From an optimization exercise on the open Yosys and OpenROAD flow, aimed at small area, a short achievable clock period and few clock cycles; shortcuts taken in it are not production practice. Only simulation tests tie the RTL to the original design; equivalence was not proved. No activity file was given, so power comes from the tool's default toggle rates.

Design ang_track, start of the top module:
module ang_track (
    input  wire        clk,
    input  wire        rst,             
    input  wire        load,
    input  wire [63:0] load_angle,
    input  wire [63:0] load_speed,
    input  wire [47:0] load_t,
    input  wire [15:0] load_k,
    input  wire [15:0] cfg_ppr,
    input  wire [3:0]  cfg_kp,
    input  wire [3:0]  cfg_ks,
    input  wire        cmd_valid,
    output wire        cmd_ready,
    input  wire        cmd_epoch,       
    input  wire [47:0] cmd_t,
    output reg         res_valid,
    output wire [63:0] res_angle,
    output wire [31:0] res_speed
);
    reg [63:0] theta;
    reg [63:0] spd;
    reg [47:0] tt;
    reg [15:0] k;
    reg [15:0] bhi;         
    reg [63:0] pub;
    reg [15:0] ppr;
    reg [3:0]  kp;
    reg [3:0]  ks;
    reg [47:0] pitch;       
    reg        st_idle, st_pset, st_pdiv, st_sub, st_set, st_run;
    reg        t_mul;       
    reg        t_pred;      
    reg        t_diff;      
    reg        t_shift;     
    reg        t_upd;       
    reg        t_cmp;       
    reg        p_div;       
    reg        p_shift;     
    reg        p_add;       
    reg        th_done;     
    reg        p_done;      
    reg        ep;
    reg        rsel;        
    reg        gt;          
    reg [47:0] dt;          
    reg [79:0] acc;         
    reg [4:0]  mi;          
    reg        b_neg, b_two, b_zero;    
    reg [64:0] qd;          
    reg [47:0] rm;          
    reg [3:0]  s8;          
    reg [5:0]  dn;          
    reg        dv_fin;      
    reg [15:0] rs;          
    reg [47:0] qm;          
    reg [4:0]  sn;          
    reg        sd_busy;
    reg [3:0]  sc;          
    reg [3:0]  sk;          
    wire fin = st_run && (th_done || t_upd || t_cmp) && (p_done || op_add);
    assign cmd_ready = st_idle || fin;
    assign res_angle = rsel ? (gt ? acc[79:16] : pub) : theta;
    assign res_speed = spd[47:16];
    wire ld_ok  = st_idle || st_pset || st_pdiv;
    wire accept = cmd_valid && cmd_ready && !load;
    wire [16:0] k1     = {1'b0, k} + 17'd1;
    wire        wrap   = !(k1 < {1'b0, ppr});
    wire [15:0] kn     = wrap ? 16'd0 : k1[15:0];
    wire [15:0] bn     = wrap ? bhi + 16'd1 : bhi;
  ...
Settings: LEC_CHECK=0, CAP_MARGIN=20, CORE_MARGIN=2, CORE_UTILIZATION=40, SETUP_SLACK_MARGIN=3, SLEW_MARGIN=20; clock period 10.0 ns.
run.sh (not shown) runs the stock make flow with config.mk's settings and CLKGATE_MAP_FILE= SYNTH_SCRIPT=/design/flow/synth_recipe.tcl, a recipe that flattens the netlist after the stock synthesis.
The starting point completed with no timing, DRC or antenna violations.
Testbench counts at the start, summed over its fixed seeds: cycles 115,423.
Next try:
- SETUP_SLACK_MARGIN: 3 -> 4
What happened: Sequential share of layout area went down by 0.96 points; global-route usage is higher by 0.71 points; die area stays the same; clock power stays flat.
Next try:
- SETUP_SLACK_MARGIN: 4 -> 5
Via count went up by 3.7%.
Synthesized cell count does not change.
Core utilization climbs by 3.4 points.
Non-clock buffer count increases by 260.

========
ang_track, a different RTL version from the one above (not shown whole).
Size: roughly 8900 cells after synthesis, ~810 flip-flops, ~0.066 sq mm of cells after synthesis.
==> flow/config.mk <==
export PLATFORM = sky130hd
export DESIGN_NAME = ang_track
export DESIGN_NICKNAME = ang_track
export VERILOG_FILES = /design/flow/design.v
export SDC_FILE = /design/flow/constraint.sdc
export NUM_CORES = 4
export LEC_CHECK = 0
export ABC_AREA = 1
export CAP_MARGIN = 20
export CORE_MARGIN = 2
export CORE_UTILIZATION = 40
export SETUP_SLACK_MARGIN = 5
export SLEW_MARGIN = 20
==> flow/constraint.sdc <==
create_clock -name core_clock -period 10.0 [get_ports {clk}]
set_input_delay 2.0000 -clock core_clock [delete_from_list [all_inputs] [get_ports {clk}]]
set_output_delay 2.0000 -clock core_clock [all_outputs]
set_load 0.01 [all_outputs]
The starting point went through all stages and came out clean.
Testbench counts at the start, summed over its fixed seeds: cycles 95,836.
Then changed:
ABC_AREA = not set   (was 1)
PLACE_DENSITY = 0.75   (was not set)
After rerunning: Synthesized area increases by 1.1%. Power falls by 19%. Die area goes up by 1.1%.
Then changed:
PLACE_DENSITY = not set   (was 0.75)
Effect: The changed run completed with no timing, DRC or antenna violations; routed wire length rises by 0.73%; power hardly moves; via count drops by 2.6%; clock power rises by about 5%; setup slack improves by 0.074 ns; synthesized area is unchanged; die area does not change; count of clock-buffer cells in the layout climbs by 14; cell area falls by 0.48%; global-route usage came out higher by 0.68 points; non-clock buffer count shrinks by 29.

-- separate check: timing with driven ports --
In the flow no input, the clock included, has a driving cell. The finished layouts below were timed again as built, in two steps. Step 1, drivers: a clkbuf_16 drives clk and a buf_2 each remaining input, both assumed. Step 2, shift: input delay + t, output delay - t, t = (earliest + latest rising clock arrival at the registers) / 2. This alone moves slack from input paths to output paths. Three values: ideal, step 1, step 2; two values: the first two.
run | t, ns | setup WS [ns] | hold slack, ns | worst setup path at the end | worst slew at a driven data input, ns
the first run of note 1 | 0.783 | 2.986 / 2.986 / 2.986 | 0.420 / 0.420 / 0.420 | register to register | 0.09
the second run of note 1 | 0.803 | 3.289 / 3.289 / 3.289 | 0.444 / 0.444 / 0.444 | register to register | 0.09
the third run of note 1 | 0.779 | 3.270 / 3.270 / 3.270 | 0.444 / 0.444 / 0.444 | register to register | 0.11
the first run of note 2 | 0.838 | 4.779 / 4.779 / 4.462 | 0.452 / 0.452 / 0.452 | input to register | 0.12
the second run of note 2 | 0.833 | 4.898 / 4.898 / 4.134 | 0.460 / 0.460 / 0.460 | input to register | 0.11
the third run of note 2 | 0.822 | 4.972 / 4.972 / 4.468 | 0.452 / 0.452 / 0.452 | input to register | 0.13
After both steps setup and hold are still met in every run listed. The setup slack of the second run of note 2, which loses most, moves by 0.000 ns with the drivers and by -0.764 ns with both steps.
